This design comes from an exercise in tuning for small area, a short achievable clock period and few clock cycles per item on the open sky130 flow, not from production work.
The RTL was checked by simulation tests, not by an equivalence proof against the original design.
No activity file was given, so power comes from the tool's default toggle rates.

==> flow/design.v <==
module gkl_flit_rx (
  input  wire        clk,
  input  wire        rst,
  input  wire        in_valid,
  output wire        in_ready,
  input  wire [63:0] in_data,
  input  wire        in_mode_p,
  output wire        out_valid,
  input  wire        out_ready,
  output wire [63:0] out_data,
  output wire        out_last,
  output wire        st_crc_ok,
  output wire [1:0]  st_corr,
  output wire [1:0]  st_unc,
  output wire [7:0]  st_pos0,
  output wire [7:0]  st_pos1
);
  localparam integer N   = 34;
  localparam [5:0]   NM1 = N - 1;
  function automatic [7:0] gf_mul(input [7:0] a, input [7:0] b);
    integer i;
    reg [7:0] p, x;
    begin
      p = 8'd0;
      x = a;
      for (i = 0; i < 8; i = i + 1) begin
        if (b[i]) p = p ^ x;
        x = {x[6:0], 1'b0} ^ (x[7] ? 8'h1D : 8'h00);
      end
      gf_mul = p;
    end
  endfunction
  function automatic [7:0] apow(input integer k);
    case (k)
      0: apow = 8'h01; 1: apow = 8'h02; 2: apow = 8'h04; 3: apow = 8'h08;
      4: apow = 8'h10; 5: apow = 8'h20; 6: apow = 8'h40; 7: apow = 8'h80;
      default: apow = 8'h1D;
    endcase
  endfunction
  function automatic [7:0] gf_sqrt(input [7:0] a);
    integer i;
    reg [63:0] cols;
    begin
      cols = 64'h5c082e0417028501;
      gf_sqrt = 8'd0;
      for (i = 0; i < 8; i = i + 1)
        if (a[i]) gf_sqrt = gf_sqrt ^ cols[8*i +: 8];
    end
  endfunction
  function automatic [7:0] lane_hits(input [7:0] b0, input [7:0] b1,
                                     input [7:0] t0, input [7:0] t1,
                                     input act0, input act1);
    begin
      lane_hits[0] = act0 && (b0 == t0);
      lane_hits[1] = act1 && (b1 == t1);
      lane_hits[2] = act0 && (b0 == gf_mul(t0, 8'h8e));
      lane_hits[3] = act1 && (b1 == gf_mul(t1, 8'h8e));
      lane_hits[4] = act0 && (b0 == gf_mul(t0, 8'h47));
      lane_hits[5] = act1 && (b1 == gf_mul(t1, 8'h47));
      lane_hits[6] = act0 && (b0 == gf_mul(t0, 8'had));
      lane_hits[7] = act1 && (b1 == gf_mul(t1, 8'had));
    end
  endfunction
  function automatic [2:0] enc8(input [7:0] h);
    enc8 = {h[4] | h[5] | h[6] | h[7], h[2] | h[3] | h[6] | h[7], h[1] | h[3] | h[5] | h[7]};
  endfunction
  reg [64*N-1:0] ring;
  reg [5:0]  dw;           
  reg [5:0]  dr;           
  reg [5:0]  cnt;          
  reg [4:0]  ibeat, obeat;
  reg        imode;
  reg [7:0]  acc_a, acc_b, acc_c, acc_d;
  reg        fs_valid, fs_mode;
  reg [7:0]  fs_a, fs_b, fs_c, fs_d;
  reg        dec_valid;
  reg [31:0] crc;
  reg        hv, h_last;
  reg [63:0] h_data;
  reg        s_ok;
  reg [1:0]  s_corr, s_unc;
  reg [7:0]  s_pos0, s_pos1;
  wire [63:0] r0    = ring[63:0];
  wire [63:0] rlast = ring[64*N-1 -: 64];
  reg in_rdy, rd_ok, ofirst, olast;
  assign in_ready = in_rdy;
  wire wr = in_valid && in_rdy;
  wire rd = rd_ok && (!hv || out_ready);
  wire rd_last = rd && olast;
  wire xfer = fs_valid && (!dec_valid || rd_last);
  wire ib30 = (ibeat == 5'd30), ib31 = (ibeat == 5'd31);
  wire c_full = (cnt == N[5:0]);
  wire c_nm1  = (cnt == NM1);
  wire c_zero = (cnt == 6'd0);
  wire c_one  = (cnt == 6'd1);
  wire full_n  = (c_full && !rd) || (c_nm1 && wr && !rd);
  wire empty_n = (c_zero && !wr) || (c_one && rd && !wr);
  wire walign_n = wr || (dw == NM1);
  wire ralign_n = rd || (dr == NM1);
  wire fs_valid_n  = (wr && ib31) || (fs_valid && !xfer);
  wire dec_valid_n = xfer || (dec_valid && !rd_last);
  wire ib31_n = wr ? ib30 : ib31;
  wire ob30 = (obeat == 5'd30);
  always @(posedge clk) begin
    ring <= {r0, (wr ? in_data : rlast), ring[64*(N-1)-1:64]};
  end
  always @(posedge clk) begin
    if (rst) begin
      dw    <= 6'd0;
      dr    <= 6'd1;
      cnt   <= 6'd0;
      ibeat <= 5'd0;
      obeat <= 5'd0;
      fs_valid  <= 1'b0;
      dec_valid <= 1'b0;
      hv     <= 1'b0;
      in_rdy <= 1'b1;
      rd_ok  <= 1'b0;
      ofirst <= 1'b1;
      olast  <= 1'b0;
    end else begin
      dw  <= walign_n ? 6'd0 : dw + 6'd1;
      dr  <= ralign_n ? 6'd0 : dr + 6'd1;
      cnt <= cnt + {5'd0, wr} - {5'd0, rd};
      if (wr) ibeat <= ibeat + 5'd1;
      if (rd) obeat <= obeat + 5'd1;
      fs_valid  <= fs_valid_n;
      dec_valid <= dec_valid_n;
      hv     <= rd || (hv && !out_ready);
      in_rdy <= walign_n && !full_n && !(ib31_n && fs_valid_n);
      rd_ok  <= ralign_n && !empty_n && dec_valid_n;
      if (rd) begin
        ofirst <= olast;
        olast  <= ob30;
      end
    end
  end
  wire ib0 = (ibeat == 5'd0);
  wire mode_in = ib0 ? in_mode_p : imode;
  always @(posedge clk) begin
    if (wr && ib0) imode <= in_mode_p;
  end
  wire [63:0] dz = (ib31 && !mode_in) ? {16'h0, in_data[47:0]} : in_data;
  wire [7:0] bb  = ib0 ? 8'd0 : acc_b;
  wire [7:0] bdd = ib0 ? 8'd0 : acc_d;
  wire [7:0] s_ev, s_od, s_bp, s_bd, s_dp;
  wire sx80 = dz[5] ^ bb[4];
  wire sx81 = dz[6] ^ bb[5];
  wire sx82 = dz[22] ^ sx80;
  wire sx83 = dz[23] ^ sx81;
  wire sx84 = dz[7] ^ bb[6];
  wire sx85 = dz[14] ^ dz[31];
  wire sx86 = dz[13] ^ dz[47];
  wire sx87 = dz[39] ^ sx82;
  wire sx88 = dz[1] ^ bb[0];
  wire sx89 = dz[2] ^ bb[1];
  wire sx90 = dz[3] ^ bb[2];
  wire sx91 = dz[4] ^ bb[3];
  wire sx92 = dz[30] ^ sx86;
  wire sx93 = dz[10] ^ dz[19];
  wire sx94 = dz[28] ^ dz[37];
  wire sx95 = dz[46] ^ dz[55];
  wire sx96 = sx88 ^ sx93;
  wire sx97 = sx94 ^ sx95;
  wire sx98 = sx96 ^ sx97;
  wire sx99 = dz[11] ^ dz[20];
  wire sx100 = dz[29] ^ dz[38];
  wire sx101 = sx89 ^ sx99;
  wire sx102 = sx100 ^ sx101;
  wire sx103 = dz[12] ^ dz[21];
  wire sx104 = sx90 ^ sx103;
  wire sx105 = bdd[4] ^ sx92;
  wire sx106 = bdd[5] ^ sx85;
  wire sx107 = dz[15] ^ bdd[6];
  wire sx108 = bb[7] ^ sx83;
  wire sx109 = dz[30] ^ sx104;
  wire sx110 = sx85 ^ sx91;
  wire sx111 = dz[13] ^ dz[45];
  wire sx112 = dz[15] ^ dz[47];
  wire sx113 = dz[33] ^ sx84;
  wire sx114 = dz[17] ^ sx87;
  wire sx115 = dz[18] ^ sx83;
  wire sx116 = bb[7] ^ sx84;
  wire sx117 = bb[7] ^ sx91;
  wire sx118 = dz[14] ^ dz[15];
  wire sx119 = sx80 ^ sx98;
  wire sx120 = sx118 ^ sx119;
  wire sx121 = dz[39] ^ sx109;
  wire sx122 = dz[23] ^ sx110;
  wire sx123 = sx98 ^ sx102;
  wire sx124 = sx105 ^ sx107;
  wire sx125 = bdd[7] ^ sx106;
  assign s_ev[0] = ((dz[0] ^ dz[16]) ^ (dz[32] ^ dz[48]));
  assign s_ev[1] = ((dz[17] ^ dz[1]) ^ (dz[33] ^ dz[49]));
  assign s_ev[2] = ((dz[18] ^ dz[2]) ^ (dz[34] ^ dz[50]));
  assign s_ev[3] = ((dz[19] ^ dz[35]) ^ (dz[3] ^ dz[51]));
  assign s_ev[4] = ((dz[20] ^ dz[36]) ^ (dz[4] ^ dz[52]));
  assign s_ev[5] = ((dz[21] ^ dz[37]) ^ (dz[53] ^ dz[5]));
  assign s_ev[6] = ((dz[22] ^ dz[38]) ^ (dz[54] ^ dz[6]));
  assign s_ev[7] = ((dz[23] ^ dz[39]) ^ (dz[55] ^ dz[7]));
  assign s_od[0] = ((dz[24] ^ dz[40]) ^ (dz[56] ^ dz[8]));
  assign s_od[1] = ((dz[25] ^ dz[41]) ^ (dz[57] ^ dz[9]));
  assign s_od[2] = ((dz[10] ^ dz[26]) ^ (dz[42] ^ dz[58]));
  assign s_od[3] = ((dz[11] ^ dz[27]) ^ (dz[43] ^ dz[59]));
  assign s_od[4] = ((dz[12] ^ dz[28]) ^ (dz[44] ^ dz[60]));
  assign s_od[5] = ((dz[29] ^ dz[61]) ^ sx111);
  assign s_od[6] = ((dz[14] ^ dz[30]) ^ (dz[46] ^ dz[62]));
  assign s_od[7] = ((dz[31] ^ dz[63]) ^ sx112);
  assign s_bp[0] = (dz[48] ^ sx87);
  assign s_bp[1] = ((dz[32] ^ dz[49]) ^ sx83);
  assign s_bp[2] = (((dz[16] ^ dz[50]) ^ sx113) ^ sx87);
  assign s_bp[3] = (((dz[51] ^ (dz[0] ^ dz[34])) ^ sx108) ^ sx114);
  assign s_bp[4] = (sx87 ^ ((sx88 ^ ((dz[35] ^ dz[52]) ^ sx84)) ^ sx115));
  assign s_bp[5] = (((dz[53] ^ (dz[19] ^ dz[36])) ^ (sx84 ^ sx89)) ^ sx108);
  assign s_bp[6] = (sx116 ^ (sx90 ^ (dz[54] ^ (dz[20] ^ dz[37]))));
  assign s_bp[7] = ((dz[55] ^ (dz[21] ^ dz[38])) ^ sx117);
  assign s_bd[0] = (((dz[56] ^ sx84) ^ sx83) ^ sx120);
  assign s_bd[1] = (sx102 ^ (sx116 ^ (sx81 ^ ((dz[48] ^ dz[57]) ^ sx112))));
  assign s_bd[2] = ((((dz[58] ^ (dz[40] ^ dz[49])) ^ sx108) ^ sx121) ^ sx120);
  assign s_bd[3] = (sx123 ^ (sx122 ^ (sx82 ^ (sx86 ^ ((dz[32] ^ dz[41]) ^ (dz[50] ^ dz[59]))))));
  assign s_bd[4] = (sx123 ^ ((sx113 ^ ((dz[47] ^ dz[51]) ^ (dz[60] ^ (dz[24] ^ dz[42])))) ^ sx121));
  assign s_bd[5] = ((((dz[43] ^ dz[52]) ^ ((dz[25] ^ dz[31]) ^ (dz[34] ^ dz[39]))) ^ ((dz[61] ^ (dz[16] ^ dz[22])) ^ sx104)) ^ ((sx117 ^ sx92) ^ sx102));
  assign s_bd[6] = (sx114 ^ (sx122 ^ ((((dz[35] ^ dz[44]) ^ (dz[53] ^ dz[62])) ^ (dz[8] ^ (dz[13] ^ dz[26]))) ^ sx109)));
  assign s_bd[7] = (((sx111 ^ ((dz[27] ^ dz[36]) ^ (dz[54] ^ dz[63]))) ^ sx115) ^ (sx82 ^ ((dz[9] ^ (dz[0] ^ dz[15])) ^ sx110)));
  assign s_dp[0] = (dz[56] ^ sx105);
  assign s_dp[1] = ((dz[40] ^ dz[57]) ^ sx106);
  assign s_dp[2] = ((dz[58] ^ (dz[24] ^ dz[41])) ^ sx124);
  assign s_dp[3] = (sx125 ^ (((dz[25] ^ dz[42]) ^ (dz[59] ^ dz[8])) ^ sx105));
  assign s_dp[4] = ((sx106 ^ ((dz[43] ^ dz[60]) ^ (dz[9] ^ (bdd[0] ^ dz[26])))) ^ sx124);
  assign s_dp[5] = ((((dz[27] ^ dz[44]) ^ sx107) ^ (dz[61] ^ (bdd[1] ^ dz[10]))) ^ sx125);
  assign s_dp[6] = (((bdd[2] ^ bdd[7]) ^ (dz[11] ^ dz[28])) ^ ((dz[45] ^ dz[62]) ^ sx107));
  assign s_dp[7] = ((dz[46] ^ dz[63]) ^ ((bdd[3] ^ bdd[7]) ^ (dz[12] ^ dz[29])));
  wire [7:0] na = (ib0 ? 8'd0 : acc_a) ^ s_ev ^ (mode_in ? 8'd0 : s_od);
  wire [7:0] nb = mode_in ? s_bp : s_bd;
  wire [7:0] nc = (ib0 ? 8'd0 : acc_c) ^ s_od;
  wire [7:0] nd = s_dp;
  always @(posedge clk) begin
    if (wr) begin
      acc_a <= na; acc_b <= nb; acc_c <= nc; acc_d <= nd;
      if (ib31) begin
        fs_a <= na; fs_b <= nb; fs_c <= nc; fs_d <= nd;
        fs_mode <= mode_in;
      end
    end
  end
  wire [7:0] s1d   = gf_mul(fs_b, 8'h47);
  wire [7:0] sq_s0 = gf_sqrt(fs_a);
  wire [7:0] i_b0  = fs_mode ? fs_b : gf_sqrt(s1d);
  wire [7:0] i_b1  = fs_mode ? fs_d : i_b0;
  wire [7:0] i_t0  = fs_mode ? gf_mul(fs_a, 8'hcc) : gf_mul(sq_s0, 8'h8e);
  wire [7:0] i_t1  = fs_mode ? gf_mul(fs_c, 8'hcc) : gf_mul(sq_s0, 8'h66);
  wire [7:0] i_a1  = fs_mode ? fs_c : fs_a;
  wire i_za = (fs_a == 8'd0), i_zb = (fs_b == 8'd0);
  wire i_zc = (fs_c == 8'd0), i_zd = (fs_d == 8'd0);
  wire i_act0  = !i_za && !i_zb;
  wire i_act1  = fs_mode ? (!i_zc && !i_zd) : i_act0;
  wire i_ub0   = (i_za != i_zb);
  wire i_ub1   = fs_mode && (i_zc != i_zd);
  reg        dmode, act0, act1, ub0, ub1, fnd0, fnd1;
  reg [7:0]  a0, a1, b0, b1, t0, t1, hit;
  reg [7:0]  fpos0, fpos1;
  wire [7:0] t0n = gf_mul(t0, 8'hd8);
  wire [7:0] t1n = gf_mul(t1, 8'hd8);
  wire sel = fs_valid && (!dec_valid || olast);
  wire [7:0] n_hit = lane_hits(sel ? i_b0 : b0, sel ? i_b1 : b1,
                               sel ? i_t0 : t0n, sel ? i_t1 : t1n,
                               sel ? i_act0 : act0, sel ? i_act1 : act1) &
                     ((!sel && dmode && ob30) ? 8'h3F : 8'hFF);
  wire [7:0] m0 = dmode ? hit : (hit & 8'h55);
  wire [7:0] m1 = dmode ? 8'd0 : (hit & 8'hAA);
  wire h0 = |m0, h1 = |m1;
  wire [7:0] cpos0 = {obeat, enc8(m0)};
  wire [7:0] cpos1 = {obeat, enc8(m1)};
  always @(posedge clk) begin
    if (xfer) begin
      dmode <= !fs_mode;
      a0 <= fs_a;  a1 <= i_a1;
      b0 <= i_b0;  b1 <= i_b1;
      t0 <= i_t0;  t1 <= i_t1;
      act0 <= i_act0; act1 <= i_act1;
      ub0 <= i_ub0;   ub1 <= i_ub1;
      hit  <= n_hit;
      fnd0 <= 1'b0;   fnd1 <= 1'b0;
    end else if (rd) begin
      t0  <= t0n;
      t1  <= t1n;
      hit <= n_hit;
      if (h0) begin fnd0 <= 1'b1; fpos0 <= cpos0; end
      if (h1) begin fnd1 <= 1'b1; fpos1 <= cpos1; end
    end
  end
  reg [63:0] fix;
  integer l;
  always @* begin
    for (l = 0; l < 8; l = l + 1)
      fix[8*l +: 8] = hit[l] ? ((l % 2) ? a1 : a0) : 8'd0;
  end
  wire f0 = fnd0 || h0;
  wire f1 = fnd1 || h1;
  wire [63:0] nbeat = r0 ^ fix;
  wire [31:0] cb = ofirst ? 32'hFFFFFFFF : crc;
  wire [31:0] crc_nx;
  wire cx96 = cb[11] ^ nbeat[11];
  wire cx97 = cb[12] ^ nbeat[12];
  wire cx98 = cb[13] ^ nbeat[13];
  wire cx99 = cb[3] ^ nbeat[3];
  wire cx100 = cb[4] ^ nbeat[4];
  wire cx101 = cb[16] ^ nbeat[16];
  wire cx102 = cb[5] ^ nbeat[5];
  wire cx103 = cb[6] ^ nbeat[6];
  wire cx104 = cb[7] ^ nbeat[7];
  wire cx105 = cb[8] ^ nbeat[8];
  wire cx106 = cb[9] ^ nbeat[9];
  wire cx107 = cb[19] ^ nbeat[19];
  wire cx108 = cb[10] ^ nbeat[10];
  wire cx109 = cb[14] ^ nbeat[14];
  wire cx110 = cb[30] ^ nbeat[30];
  wire cx111 = cb[15] ^ nbeat[15];
  wire cx112 = cb[31] ^ nbeat[31];
  wire cx113 = cb[1] ^ nbeat[1];
  wire cx114 = cb[2] ^ nbeat[2];
  wire cx115 = cx98 ^ cx99;
  wire cx116 = cb[17] ^ nbeat[17];
  wire cx117 = cb[20] ^ nbeat[20];
  wire cx118 = nbeat[32] ^ cx96;
  wire cx119 = nbeat[39] ^ cx100;
  wire cx120 = cb[0] ^ nbeat[0];
  wire cx121 = cb[18] ^ nbeat[18];
  wire cx122 = cb[21] ^ nbeat[21];
  wire cx123 = cb[22] ^ nbeat[22];
  wire cx124 = cb[23] ^ nbeat[23];
  wire cx125 = cb[24] ^ nbeat[24];
  wire cx126 = cb[25] ^ nbeat[25];
  wire cx127 = cb[26] ^ nbeat[26];
  wire cx128 = cb[27] ^ nbeat[27];
  wire cx129 = cx101 ^ cx103;
  wire cx130 = cb[28] ^ nbeat[28];
  wire cx131 = nbeat[35] ^ cx97;
  wire cx132 = cb[29] ^ nbeat[29];
  wire cx133 = nbeat[36] ^ nbeat[54];
  wire cx134 = nbeat[34] ^ cx102;
  wire cx135 = nbeat[37] ^ cx105;
  wire cx136 = nbeat[38] ^ cx106;
  wire cx137 = nbeat[55] ^ cx110;
  wire cx138 = nbeat[56] ^ cx108;
  wire cx139 = nbeat[46] ^ cx104;
  wire cx140 = nbeat[47] ^ cx115;
  wire cx141 = cx107 ^ cx119;
  wire cx142 = cx109 ^ cx113;
  wire cx143 = cx111 ^ cx114;
  wire cx144 = nbeat[45] ^ cx118;
  wire cx145 = nbeat[61] ^ cx112;
  wire cx146 = nbeat[40] ^ cx117;
  wire cx147 = nbeat[41] ^ cx122;
  wire cx148 = nbeat[42] ^ cx123;
  wire cx149 = nbeat[50] ^ nbeat[57];
  wire cx150 = nbeat[43] ^ cx124;
  wire cx151 = nbeat[44] ^ cx125;
  wire cx152 = nbeat[48] ^ nbeat[60];
  wire cx153 = nbeat[52] ^ cx126;
  wire cx154 = nbeat[53] ^ cx127;
  wire cx155 = nbeat[63] ^ cx116;
  wire cx156 = nbeat[51] ^ nbeat[59];
  wire cx157 = nbeat[33] ^ nbeat[58];
  wire cx158 = cx120 ^ cx131;
  wire cx159 = nbeat[49] ^ nbeat[62];
  wire cx160 = cx128 ^ cx133;
  wire cx161 = cx134 ^ cx143;
  wire cx162 = cx121 ^ cx132;
  wire cx163 = nbeat[63] ^ cx135;
  wire cx164 = cx137 ^ cx152;
  wire cx165 = cx129 ^ cx136;
  wire cx166 = cx130 ^ cx139;
  wire cx167 = cx138 ^ cx145;
  wire cx168 = cx102 ^ cx159;
  wire cx169 = cx96 ^ cx104;
  wire cx170 = cx130 ^ cx146;
  wire cx171 = nbeat[36] ^ cx150;
  wire cx172 = nbeat[61] ^ cx148;
  wire cx173 = nbeat[39] ^ nbeat[58];
  wire cx174 = nbeat[62] ^ cx122;
  wire cx175 = nbeat[44] ^ cx107;
  wire cx176 = cx125 ^ cx128;
  wire cx177 = nbeat[34] ^ cx97;
  wire cx178 = cx144 ^ cx168;
  wire cx179 = nbeat[52] ^ cx146;
  wire cx180 = cx141 ^ cx165;
  wire cx181 = cx142 ^ cx157;
  wire cx182 = nbeat[59] ^ cx121;
  wire cx183 = cx147 ^ cx169;
  wire cx184 = nbeat[38] ^ nbeat[40];
  wire cx185 = nbeat[60] ^ cx113;
  wire cx186 = cx129 ^ cx149;
  wire cx187 = cx98 ^ cx114;
  wire cx188 = cx141 ^ cx158;
  wire cx189 = cx120 ^ cx151;
  wire cx190 = nbeat[35] ^ nbeat[57];
  wire cx191 = nbeat[43] ^ cx126;
  wire cx192 = cx99 ^ cx123;
  wire cx193 = nbeat[45] ^ cx105;
  wire cx194 = cx140 ^ cx166;
  wire cx195 = cx100 ^ cx106;
  wire cx196 = cx101 ^ cx132;
  wire cx197 = cx155 ^ cx174;
  wire cx198 = nbeat[33] ^ nbeat[54];
  wire cx199 = cx101 ^ cx136;
  wire cx200 = cx109 ^ cx119;
  wire cx201 = nbeat[32] ^ cx98;
  wire cx202 = cx151 ^ cx154;
  wire cx203 = cx111 ^ cx121;
  wire cx204 = cx134 ^ cx145;
  wire cx205 = cx153 ^ cx155;
  wire cx206 = cx154 ^ cx162;
  wire cx207 = nbeat[34] ^ nbeat[48];
  wire cx208 = nbeat[35] ^ cx118;
  wire cx209 = cx99 ^ cx160;
  wire cx210 = cx108 ^ cx116;
  wire cx211 = nbeat[37] ^ nbeat[49];
  wire cx212 = nbeat[55] ^ cx112;
  wire cx213 = cx116 ^ cx211;
  wire cx214 = cx138 ^ cx182;
  wire cx215 = cx158 ^ cx170;
  wire cx216 = cx161 ^ cx214;
  wire cx217 = nbeat[56] ^ cx115;
  wire cx218 = cx118 ^ cx147;
  wire cx219 = cx133 ^ cx162;
  wire cx220 = cx135 ^ cx148;
  wire cx221 = nbeat[37] ^ nbeat[41];
  wire cx222 = cx135 ^ cx142;
  wire cx223 = nbeat[40] ^ cx190;
  wire cx224 = nbeat[59] ^ nbeat[60];
  wire cx225 = cx142 ^ cx147;
  wire cx226 = cx144 ^ cx163;
  wire cx227 = cx151 ^ cx191;
  wire cx228 = nbeat[41] ^ cx153;
  wire cx229 = cx103 ^ cx124;
  wire cx230 = cx131 ^ cx139;
  wire cx231 = cx144 ^ cx172;
  wire cx232 = cx161 ^ cx164;
  wire cx233 = cx117 ^ cx159;
  wire cx234 = cx143 ^ cx176;
  wire cx235 = nbeat[39] ^ nbeat[51];
  wire cx236 = cx129 ^ cx175;
  wire cx237 = cx153 ^ cx192;
  wire cx238 = cx170 ^ cx237;
  wire cx239 = nbeat[50] ^ cx114;
  wire cx240 = cx108 ^ cx133;
  wire cx241 = cx166 ^ cx177;
  wire cx242 = cx173 ^ cx239;
  wire cx243 = nbeat[46] ^ cx156;
  wire cx244 = cx137 ^ cx243;
  wire cx245 = cx140 ^ cx198;
  wire cx246 = cx140 ^ cx164;
  wire cx247 = cx177 ^ cx199;
  wire cx248 = nbeat[42] ^ cx111;
  wire cx249 = cx167 ^ cx202;
  wire cx250 = cx160 ^ cx203;
  wire cx251 = cx156 ^ cx157;
  wire cx252 = cx106 ^ cx138;
  wire cx253 = cx156 ^ cx193;
  wire cx254 = cx96 ^ cx97;
  wire cx255 = nbeat[58] ^ cx105;
  wire cx256 = cx140 ^ cx165;
  wire cx257 = cx123 ^ cx156;
  wire cx258 = cx150 ^ cx201;
  wire cx259 = nbeat[54] ^ cx110;
  wire cx260 = cx100 ^ cx124;
  wire cx261 = cx127 ^ cx149;
  assign crc_nx[0] = (((cx179 ^ cx181) ^ (cx208 ^ cx209)) ^ ((cx210 ^ (cx207 ^ cx137)) ^ cx180));
  assign crc_nx[1] = ((cx183 ^ (((nbeat[53] ^ (nbeat[33] ^ nbeat[36])) ^ cx119) ^ (cx212 ^ cx213))) ^ (cx215 ^ cx216));
  assign crc_nx[2] = (((cx158 ^ cx186) ^ (cx185 ^ ((cx107 ^ cx184) ^ cx134))) ^ ((cx217 ^ cx218) ^ (cx219 ^ cx220)));
  assign crc_nx[3] = ((((((nbeat[51] ^ nbeat[57]) ^ cx103) ^ (cx104 ^ cx116)) ^ ((cx117 ^ cx221) ^ cx136)) ^ ((cx137 ^ cx187) ^ cx171)) ^ ((cx172 ^ cx181) ^ cx188));
  assign crc_nx[4] = ((((((nbeat[38] ^ nbeat[42]) ^ cx104) ^ (cx112 ^ cx173)) ^ (cx115 ^ cx174)) ^ (cx171 ^ cx179)) ^ ((cx189 ^ cx222) ^ cx216));
  assign crc_nx[5] = (((((nbeat[53] ^ cx224) ^ cx143) ^ (cx192 ^ cx223)) ^ (cx225 ^ cx227)) ^ (cx180 ^ cx226));
  assign crc_nx[6] = (((((cx127 ^ cx128) ^ cx142) ^ (cx175 ^ cx229)) ^ (cx228 ^ cx230)) ^ (cx231 ^ cx232));
  assign crc_nx[7] = (((((nbeat[56] ^ (nbeat[33] ^ nbeat[42])) ^ cx129) ^ (cx145 ^ cx154)) ^ ((cx193 ^ cx233) ^ cx158)) ^ ((cx171 ^ cx234) ^ cx194));
  assign crc_nx[8] = ((((cx207 ^ (nbeat[32] ^ cx149)) ^ cx197) ^ (cx196 ^ (cx160 ^ cx195))) ^ ((cx222 ^ cx227) ^ cx194));
  assign crc_nx[9] = ((((((nbeat[47] ^ nbeat[49]) ^ cx113) ^ (cx127 ^ cx235)) ^ (cx160 ^ cx162)) ^ (cx161 ^ cx236)) ^ (cx226 ^ cx238));
  assign crc_nx[10] = (((cx144 ^ cx225) ^ cx241) ^ (cx242 ^ ((cx132 ^ (nbeat[37] ^ cx124)) ^ (cx154 ^ cx240))));
  assign crc_nx[11] = (((cx220 ^ cx234) ^ cx245) ^ (cx244 ^ (cx131 ^ (cx96 ^ (cx132 ^ cx184)))));
  assign crc_nx[12] = ((((cx130 ^ (nbeat[56] ^ cx112)) ^ cx171) ^ (cx200 ^ cx228)) ^ (cx246 ^ cx247));
  assign crc_nx[13] = (cx249 ^ (((cx132 ^ (nbeat[48] ^ cx102)) ^ (cx201 ^ cx213)) ^ ((cx223 ^ cx248) ^ cx200)));
  assign crc_nx[14] = (cx178 ^ ((((nbeat[41] ^ cx109) ^ cx191) ^ (cx184 ^ (cx110 ^ cx157))) ^ (cx186 ^ cx250)));
  assign crc_nx[15] = (cx241 ^ (((cx155 ^ cx212) ^ (cx221 ^ ((nbeat[39] ^ nbeat[50]) ^ cx127))) ^ ((cx248 ^ cx251) ^ cx236)));
  assign crc_nx[16] = ((((((nbeat[42] ^ nbeat[43]) ^ cx103) ^ cx169) ^ cx141) ^ (cx181 ^ cx219)) ^ ((cx252 ^ cx253) ^ cx246));
  assign crc_nx[17] = ((((cx135 ^ cx139) ^ (cx175 ^ cx195)) ^ (cx167 ^ cx179)) ^ ((cx254 ^ (((nbeat[43] ^ nbeat[49]) ^ (nbeat[57] ^ nbeat[59])) ^ (cx109 ^ cx120))) ^ cx232));
  assign crc_nx[18] = ((((((nbeat[44] ^ nbeat[53]) ^ cx111) ^ (cx117 ^ cx149)) ^ (cx131 ^ cx147)) ^ ((cx185 ^ cx255) ^ cx167)) ^ (cx178 ^ cx256));
  assign crc_nx[19] = (((((cx120 ^ cx97) ^ (nbeat[48] ^ cx106)) ^ (cx139 ^ cx187)) ^ ((cx240 ^ cx251) ^ cx186)) ^ ((cx197 ^ cx200) ^ cx231));
  assign crc_nx[20] = (((((cx117 ^ cx152) ^ (nbeat[47] ^ cx110)) ^ (cx168 ^ cx257)) ^ (cx163 ^ cx230)) ^ ((cx250 ^ cx258) ^ cx180));
  assign crc_nx[21] = (((((cx104 ^ cx122) ^ (cx128 ^ cx130)) ^ ((nbeat[58] ^ (nbeat[49] ^ nbeat[50])) ^ cx185)) ^ ((cx259 ^ cx260) ^ cx140)) ^ ((cx163 ^ cx189) ^ (cx204 ^ cx208)));
  assign crc_nx[22] = (((((nbeat[62] ^ cx107) ^ cx176) ^ (cx196 ^ cx210)) ^ ((cx254 ^ cx259) ^ cx204)) ^ ((cx242 ^ cx253) ^ cx238));
  assign crc_nx[23] = ((((((nbeat[60] ^ nbeat[62]) ^ cx112) ^ cx115) ^ (cx195 ^ cx229)) ^ (cx205 ^ cx206)) ^ ((cx218 ^ cx244) ^ cx215));
  assign crc_nx[24] = ((((((nbeat[55] ^ nbeat[56]) ^ cx125) ^ (cx152 ^ cx173)) ^ (cx131 ^ cx146)) ^ ((cx148 ^ cx155) ^ cx183)) ^ ((cx204 ^ cx206) ^ cx256));
  assign crc_nx[25] = ((((((nbeat[55] ^ nbeat[57]) ^ cx105) ^ (cx113 ^ cx157)) ^ (cx150 ^ cx153)) ^ ((cx182 ^ cx233) ^ cx172)) ^ ((cx183 ^ cx217) ^ cx247));
  assign crc_nx[26] = (((((cx149 ^ cx224) ^ (nbeat[34] ^ cx109)) ^ (cx148 ^ cx150)) ^ ((cx187 ^ cx255) ^ cx197)) ^ ((cx202 ^ cx252) ^ cx188));
  assign crc_nx[27] = (((((nbeat[45] ^ nbeat[57]) ^ (nbeat[61] ^ (nbeat[33] ^ nbeat[38]))) ^ (cx129 ^ cx134)) ^ ((cx203 ^ cx257) ^ cx141)) ^ ((cx164 ^ cx189) ^ (cx205 ^ cx258)));
  assign crc_nx[28] = (((((cx121 ^ cx126) ^ cx136) ^ (cx139 ^ cx260)) ^ (cx164 ^ cx209)) ^ (cx178 ^ cx249));
  assign crc_nx[29] = (((((cx130 ^ cx198) ^ (nbeat[55] ^ (nbeat[46] ^ nbeat[47]))) ^ (cx176 ^ cx261)) ^ ((cx97 ^ (cx103 ^ cx126)) ^ cx141)) ^ ((cx163 ^ cx167) ^ cx178));
  assign crc_nx[30] = ((((((nbeat[51] ^ nbeat[62]) ^ cx102) ^ (cx110 ^ cx133)) ^ (cx138 ^ cx142)) ^ ((cx196 ^ cx261) ^ cx205)) ^ (cx188 ^ cx194));
  assign crc_nx[31] = (((((cx120 ^ cx190) ^ (nbeat[32] ^ cx107)) ^ (cx235 ^ (cx108 ^ cx112))) ^ (cx161 ^ cx163)) ^ ((cx199 ^ cx206) ^ cx245));
  always @(posedge clk) begin
    if (rd) begin
      h_data <= nbeat;
      h_last <= olast;
      if (!olast)
        crc <= crc_nx;
      else begin
        s_ok   <= (nbeat[31:0] == ~crc);
        s_corr <= {f1, f0};
        s_unc  <= {ub1 || (!dmode && act1 && !f1), ub0 || (act0 && !f0)};
        s_pos0 <= !f0 ? 8'd0 : h0 ? cpos0 : fpos0;
        s_pos1 <= !f1 ? 8'd0 : h1 ? cpos1 : fpos1;
      end
    end
  end
  assign out_valid = hv;
  assign out_data  = h_data;
  assign out_last  = h_last;
  assign st_crc_ok = s_ok;
  assign st_corr   = s_corr;
  assign st_unc    = s_unc;
  assign st_pos0   = s_pos0;
  assign st_pos1   = s_pos1;
endmodule
==> flow/flow/run.sh <==
#!/bin/bash
# Standard ORFS layout (the standard.sh), with repair_timing aimed at a
# tighter setup target than the 11 ns clock (the SDC itself is unchanged), and
# the smallest buffer (buf_1) on every input and output port, and the I/O pins
# kept to the right and top edges (so the output register sits near its pins).
# make's output goes to flow_make.log; ORFS keeps each step's log under orfs/logs.
set -euo pipefail
bash standard.sh SETUP_SLACK_MARGIN=7.8 "BUFFER_PORTS_ARGS=-buffer_cell sky130_fd_sc_hd__buf_1" "PLACE_PINS_ARGS=-exclude left:* -exclude bottom:*" finish > flow_make.log 2>&1
==> flow/standard.sh <==
#!/bin/bash
# synth_recipe.tcl (not shown) runs the flow's synth.tcl, then flattens the netlist and writes it again
# the make line also repeats each setting of config.mk as NAME=value (left out here)
make -C /OpenROAD-flow-scripts/flow DESIGN_CONFIG=/design/flow/config.mk WORK_HOME=/design/flow/orfs CLKGATE_MAP_FILE= SYNTH_SCRIPT=/design/flow/synth_recipe.tcl "${@:-finish}"
==> flow/config.mk <==
export PLATFORM = sky130hd
export DESIGN_NAME = gkl_flit_rx
export DESIGN_NICKNAME = gkl_flit_rx
export VERILOG_FILES = /design/flow/design.v
export SDC_FILE = /design/flow/constraint.sdc
export NUM_CORES = 4
export LEC_CHECK = 0
export CAP_MARGIN = 20
export CORE_MARGIN = 2
export CORE_UTILIZATION = 60
export CTS_CLUSTER_DIAMETER = 80
export CTS_CLUSTER_SIZE = 30
export PLACE_DENSITY_LB_ADDON = 0.1
export SLEW_MARGIN = 20
==> flow/constraint.sdc <==
create_clock -name core_clock -period 11.0 [get_ports {clk}]
set_input_delay 2.2000 -clock core_clock [delete_from_list [all_inputs] [get_ports {clk}]]
set_output_delay 2.2000 -clock core_clock [all_outputs]
set_load 0.01 [all_outputs]
==> impl_metrics.py, run 1 <==
metrics = {
    "clocking": {
        "clk_path_buf_depth": 3,
        "clk_pin_slew_ns": 0.12,
        "clkLatencyLatePin_ns": 0.74,
        "cts_buffers": 95,
        "cts.sinks": 2474,
        "cts_tree": "built",
        "root_buffer": "clkbuf_16",
        "h-tree-depth": 3,
    },
    "logic_synthesis": {
        "synth_ff_type": "dfxtp_1",
        "syn-mean-instance-area_sq_um": 15.22,
        "syn_nets": 4443,
        "yosysSeqAreaShare": 0.7887,
        "synth-seq-cells": 2474,
        "ys_warn_count": 1,
        "synth_edf_count": 261,
        "syn_inst": 4343,
        "synthDistinctLibCells": 64,
        "synthArstFlopShare": 0,
        "synth_area_sq_um": 66110,
    },
    "setup_path": {
        "cp_top_family": "flip-flops",
        "crit_path_top_delay_cell": "edfxtp_1",
        "crit_type": "flop to output port",
        "slowest_delay_ns": 0.46,
        "crit_arrival_ns": 1.36,
        "crit_path_end_kind": "output port",
        "path_buf_inv": 1,
        "startpoint_type": "flop",
        "cp_cell_sequence": "buf_1",
        "cp_max_fo": 1,
        "required_ns": 8.80,
    },
    "hold_path": {
        "hold_class": "flop to flop",
    },
    "power_and_ir_drop": {
        "irDropWorstVdd_uv": 211.1,
        "power_density_nw_per_um2": 213.9,
        "p_leak_nw": 29.99,
    },
    "detailed_routing": {
        "vias": 29780,
        "drt_iter0_markers": 2270,
        "routed_wl_mm": 136.2,
        "drc_errors": 0,
        "drt_pre_antenna_iters": 5,
        "vias_per_cell": 4.845,
        "wl_per_cell_um": 22.17,
        "drt.antenna.violating_nets": 0,
    },
    "global_routing": {
        "grt_max_degree": 83,
        "grt_first_pass_wirelength_mm": 193.9,
        "grt_usage": 0.2399,
        "grt_pass1_vias": 28968,
        "antenna_found_initial": 23,
        "globalRoute.totalOverflow": 0,
    },
    "sta": {
        "finalSetupTns_ns": 0,
        "worstMarginPinSlew_ns": 0.9190,
        "clock.fmax_mhz": 280.9,
        "layout_worst_path_cycle_share": 0.3236,
        "slew_viol_final": 0,
        "slew_headroom": 0.3851,
        "setup_viol_count_final": 0,
        "grt_setup_unrepaired": "true",
        "finalHoldViolations": 0,
        "setup_ws_ns": 7.440,
        "fin_skew_ns": 0.03915,
        "finalCriticalPeriod_ns": 3.560,
    },
    "run": {
        "drv_cap": 0,
    },
    "die": {
        "die_height_um": 335.9,
        "initial_core_util": 0.6065,
        "die_area_sq_um": 112800,
        "ios": 157,
        "fp.coreArea_sq_um": 109000,
        "rows": 121,
        "die_x_um": 335.9,
    },
    "placed_design": {
        "place_congestion": 0.9385,
        "place_hpwl_mm": 96.07,
        "place_ws_ns": 6.040,
        "portBuffers": 156,
    },
    "cells_and_area": {
        "fin_util": 0.6873,
        "regMostFlops": "ring",
        "largestRegisters": "ring x2176, h_data x64, crc x32",
        "syn_to_final_growth_pct": 13.32,
        "drive_above_1_share": 0.1431,
        "largest_reg_flops": 2176,
        "layout_commonest_cell": "dfxtp_1",
        "final_cell_mix": "dfxtp_1, xnor2_1, nand2_1, edfxtp_1, xor2_1",
        "layout.nets": 4789,
    },
    "status": {
        "status": "timing/DRC/antenna clean",
    },
}
## area by class of cell
| type | count | area, sq um |
|---|---|---|
| Antenna cell | 8 | 20.02 |
| Clock buffer | 117 | 2460 |
| Clock inverter | 15 | 296.5 |
| Fill cell | 7439 | 34090 |
| Inverter | 81 | 339.1 |
| Multi-Input combinational cell | 1719 | 15580 |
| Sequential cell | 2474 | 52150 |
| Tap cell | 1414 | 1769 |
| Timing Repair Buffer | 316 | 2287 |
| Timing Repair inverter | 2 | 17.52 |
## logic make-up after synthesis
group | count (synthesis) | synth area share
xor+xnor | 933 | 0.1394
compound gates | 112 | 0.01018
simple gates | 582 | 0.03666
fa+ha+maj | 31 | 0.005981
buf+inv | 151 | 0.009217
mux | 60 | 0.009823
flops | 2474 | 0.7887
## through the flow
| step | std cells | hold WS [ns] | cell area, sq um | power (mW) |
|---|---|---|---|---|
| 2_1_floorplan | 4343 | 0.3096 | 66720 | 11.29 |
| 4_1_cts | 6085 | 0.3092 | 73420 | 16.04 |
| 6_report | 6146 | 0.3051 | 74910 | 16.02 |
| 5_1_grt | 6139 | 0.3021 | 74900 | 16.59 |
| 3_5_place_dp | 5871 | 0.3121 | 68810 | 11.77 |
| 3_3_place_gp | 5871 | 0.3096 | 68810 | 11.75 |
## worst paths after layout
path	slack [ns]	from	to	cells past startpoint
setup / recovery	7.44	s_pos0[0]	st_pos0[0]	1
hold / removal	0.31	ring[1147]	ring[1083]	0
setup reg to reg	7.82	fs_a[2]	hit[5]	9
hold reg to reg	0.31	ring[1147]	ring[1083]	0
## routing by layer
metal	global-route usage	part of all wire	wire length, um
met1	0.3381	0.45	61550
met2	0.3872	0.46	62810
met3	0.04233	0.059	7983
met4	0.06192	0.028	3816
met5	0	0.00056	76
## power breakdown
group          switching, mW  internal (mW)  total, mW
clock                   2.57           1.64       4.21
combinational          0.937          0.871       1.81
sequential             0.195           9.80       10.0
## synth_stat cells, drive strengths merged, types with 16 or more instances
cell	instances	share of area
a21oi	32	0.0024
and2	18	0.0017
buf	34	0.0026
clkbuf	36	0.0020
dfxtp	2213	0.67
edfxtp	261	0.12
ha	30	0.0057
inv	80	0.0045
mux2	21	0.0036
mux2i	39	0.0062
nand2	386	0.022
nor2	102	0.0058
nor4	16	0.0015
o21ai	47	0.0037
xnor2	647	0.087
xnor3	33	0.011
xor2	224	0.031
xor3	29	0.011
## what timing repair did
item | CTS | global route
setup buffers | 80 | 51
pin swaps | 36 | 59
resized for setup | 226 | 214
endpoints found under the setup margin | 339 | 155
gates cloned | 2 | 2
hold buffers | 0 | 0
Testbench counts, summed over its fixed seeds: cycles 16,656, flits 512.
==> inputs of run 2 (changes only) <==
--- a/flow/flow/run.sh
+++ b/flow/flow/run.sh
@@ -6,3 +6,3 @@
 # make's output goes to flow_make.log; ORFS keeps each step's log under orfs/logs.
 set -euo pipefail
-bash standard.sh SETUP_SLACK_MARGIN=7.8 "BUFFER_PORTS_ARGS=-buffer_cell sky130_fd_sc_hd__buf_1" "PLACE_PINS_ARGS=-exclude left:* -exclude bottom:*" finish > flow_make.log 2>&1
+bash standard.sh SETUP_SLACK_MARGIN=7.45 "BUFFER_PORTS_ARGS=-buffer_cell sky130_fd_sc_hd__buf_1" "PLACE_PINS_ARGS=-exclude left:* -exclude bottom:*" finish > flow_make.log 2>&1
==> impl_metrics.py, run 2 <==
metrics = {
    "logic_synthesis": {
        "syn-mean-instance-area_sq_um": 15.22,
        "synth_ff_type": "dfxtp_1",
        "synth_top_area_frac": 0.6702,
        "synth_area_sq_um": 66110,
        "synth-seq-cells": 2474,
        "synthTopCellsByArea": "dfxtp_1, edfxtp_1, xnor2_1",
        "synth_common_cells": "dfxtp_1, xnor2_1, nand2_1",
        "synthArstFlopShare": 0,
        "syn_inst": 4343,
        "yosysMostFrequentCell": "dfxtp_1",
        "synthDistinctLibCells": 64,
        "yosysSeqAreaShare": 0.7887,
        "ys_warn_count": 1,
        "synth_edf_count": 261,
        "yosysTopAreaCell": "dfxtp_1",
        "syn_nets": 4443,
    },
    "sta": {
        "fin_skew_ns": 0.03905,
        "finalHoldViolations": 0,
        "clock.fmax_mhz": 278.2,
        "slew_headroom": 0.2599,
        "slew_viol_final": 0,
        "finalCriticalPeriod_ns": 3.594,
        "finalSetupTns_ns": 0,
        "worstMarginPinSlew_ns": 1.110,
        "setup_viol_count_final": 0,
        "layout_worst_path_cycle_share": 0.3267,
        "grt_setup_unrepaired": "true",
    },
    "cells_and_area": {
        "final_cell_mix": "dfxtp_1, xnor2_1, nand2_1, edfxtp_1, xor2_1",
        "drive_above_1_share": 0.07824,
        "layout.nets": 4681,
        "layout_commonest_cell": "dfxtp_1",
        "syn_to_final_growth_pct": 9.305,
        "largestRegisters": "ring x2176, h_data x64, crc x32",
        "largest_reg_flops": 2176,
        "regMostFlops": "ring",
        "fillers": 7802,
        "fin_area_sq_um": 72260,
    },
    "detailed_routing": {
        "wl_per_cell_um": 21.92,
        "routed_wl_mm": 132.5,
        "vias_per_cell": 4.814,
        "drt_iter0_markers": 2132,
        "drt_pre_antenna_iters": 5,
        "vias": 29098,
        "drc_errors": 0,
        "drt.antenna.violating_nets": 0,
    },
    "global_routing": {
        "grt_usage": 0.2345,
        "globalRoute.totalOverflow": 0,
        "grt_first_pass_wirelength_mm": 189.1,
        "grt_pass1_vias": 28050,
        "grt_max_degree": 71,
        "antenna_found_initial": 33,
    },
    "setup_path": {
        "slowest_delay_ns": 0.48,
        "crit_path_top_delay_cell": "edfxtp_1",
        "startpoint_type": "flop",
        "crit_arrival_ns": 1.39,
        "r2r_cells": 8,
        "crit_type": "flop to output port",
        "reg2reg_from": "hit[6]",
        "rrSetupSlack_ns": 7.43,
        "path_buf_inv": 1,
        "crit_path_end_kind": "output port",
        "cp_max_fo": 1,
        "cp_top_family": "flip-flops",
        "cp_cell_sequence": "buf_1",
        "required_ns": 8.80,
        "rr_endpoint": "crc[22]",
    },
    "status": {
        "status": "timing/DRC/antenna clean",
    },
    "clocking": {
        "cts.hold.buffers_added": 0,
        "cts_tree": "built",
        "cts_buffers": 96,
        "clk_pin_slew_ns": 0.11,
        "root_buffer": "clkbuf_16",
        "cts.sinks": 2474,
        "h-tree-depth": 3,
        "clk_path_buf_depth": 3,
        "clkLatencyLatePin_ns": 0.75,
    },
    "hold_path": {
        "holdPathStages": 0,
        "hold_start": "ring[1267]",
        "hold_class": "flop to flop",
        "hold_end": "ring[1203]",
    },
    "power_and_ir_drop": {
        "irDropWorstVdd_uv": 233.6,
        "p_leak_nw": 28.71,
        "power_density_nw_per_um2": 219.3,
    },
    "die": {
        "ios": 157,
        "fp.coreArea_sq_um": 109000,
        "rows": 121,
        "die_area_sq_um": 112800,
        "initial_core_util": 0.6065,
        "die_x_um": 335.9,
        "die_height_um": 335.9,
    },
    "run": {
        "drv_cap": 0,
    },
    "placed_design": {
        "portBuffers": 156,
        "placedInstanceArea_sq_um": 68510,
        "place_hpwl_mm": 94.91,
        "place_congestion": 0.9670,
    },
}
run 2: cell count changes in the layout (fill, tap and decap cells not counted), sizes merged:
| cell | before | now |
|---|---|---|
| diode | 8 | 16 |
| clkinv | 10 | 12 |
| clkdlybuf4s15 | 1 | 0 |
| clkbuf | 189 | 127 |
| nand2 | 387 | 386 |
| buf | 243 | 195 |
| clkinvlp | 1 | 0 |
| inv | 87 | 88 |
run 2: worst max path at each step:
stage                     from            to  slack, ns  cells after the start
floorplan            out_ready        cnt[4]       6.91                     15
global placement     out_ready         t1[2]       5.65                     11
detailed placement   out_ready         t1[2]       5.61                     11
CTS                 h_data[33]  out_data[33]       7.36                      1
global route        h_data[36]  out_data[36]       7.35                      1
finish              h_data[36]  out_data[36]       7.41                      1
run 2: final cells by class:
type,count,area (sq um),area share
Sequential cell,2474,52140,0.7216
Multi-Input combinational cell,1718,14050,0.1945
Clock buffer,112,2515,0.03480
Tap cell,1414,1769,0.02448
Timing Repair Buffer,210,1110,0.01536
Inverter,81,316.6,0.004381
Clock inverter,19,314.1,0.004346
Antenna cell,16,40.04,0.0005541
run 2: routing by layer:
| metal | up-vias | routed length, um | track usage |
|---|---|---|---|
| met2 | 735 | 60000 | 0.3678 |
| met5 | - | 63 | 0 |
| met3 | 209 | 8029 | 0.03656 |
| met4 | 10 | 4443 | 0.08492 |
| li1 | 14143 | - | - |
| met1 | 14001 | 59940 | 0.3330 |
run 2: kinds of logic after synthesis:
group,share of synthesized area
compound gates,0.01018
xor+xnor,0.1394
fa+ha+maj,0.005981
buf+inv,0.009217
flops,0.7887
mux,0.009823
simple gates,0.03666
run 2: report_power, final:
| group | total, mW | switching [mW] | leakage, nW | internal, mW |
|---|---|---|---|---|
| Clock | 4.26 | 2.58 | 1.37 | 1.69 |
| Sequential | 10.0 | 0.194 | 20.7 | 9.80 |
| Combinational | 1.59 | 0.867 | 6.61 | 0.721 |
run 2: through the flow:
step	total power [mW]	utilization	hold slack (ns)	setup WS, ns	std cells
CTS	15.96	0.6584	0.3108	7.361	6011
finish	15.85	0.6629	0.3208	7.406	6044
floorplan	11.27	-	0.3096	6.912	4343
global route	16.43	0.6627	0.3097	7.352	6034
detailed placement	11.76	0.6285	0.3121	5.606	5867
global placement	11.74	0.6285	0.3095	5.653	5867
run 2: what timing repair did:
item | in CTS | in global routing
pin swaps | 1 | 4
buffers inserted | 13 | 17
resized for setup | 65 | 57
setup endpoints to repair | 222 | 66

-- separate check: timing with driven ports --
How much do the figures lean on ideal ports? The routed layouts below were timed once more, with nothing changed but the port constraints. Step 1 (the two cells are an assumption about what drives the block):
set clk [get_ports {clk}]
set_driving_cell -lib_cell sky130_fd_sc_hd__clkbuf_16 $clk
set_driving_cell -lib_cell sky130_fd_sc_hd__buf_2 [delete_from_list [all_inputs] $clk]
Step 2 times the ports against the registers' clock, not the clock port: input delays grow and output delays shrink by t, the midpoint of the rising clock arrivals with the driver on. Slacks: ideal ports / drivers / drivers and shift; pairs: ideal ports / drivers.
run	t, ns	setup WS [ns]	latest minus earliest clock arrival (ns)
run 1	0.799	7.440 / 7.365 / 6.916	0.043 / 0.043
run 2	0.801	7.406 / 7.333 / 6.609	0.040 / 0.040
After both steps setup and hold are still met in every run listed. The setup slack of run 2, which loses most, moves by -0.073 ns with the drivers and by -0.797 ns with both steps.
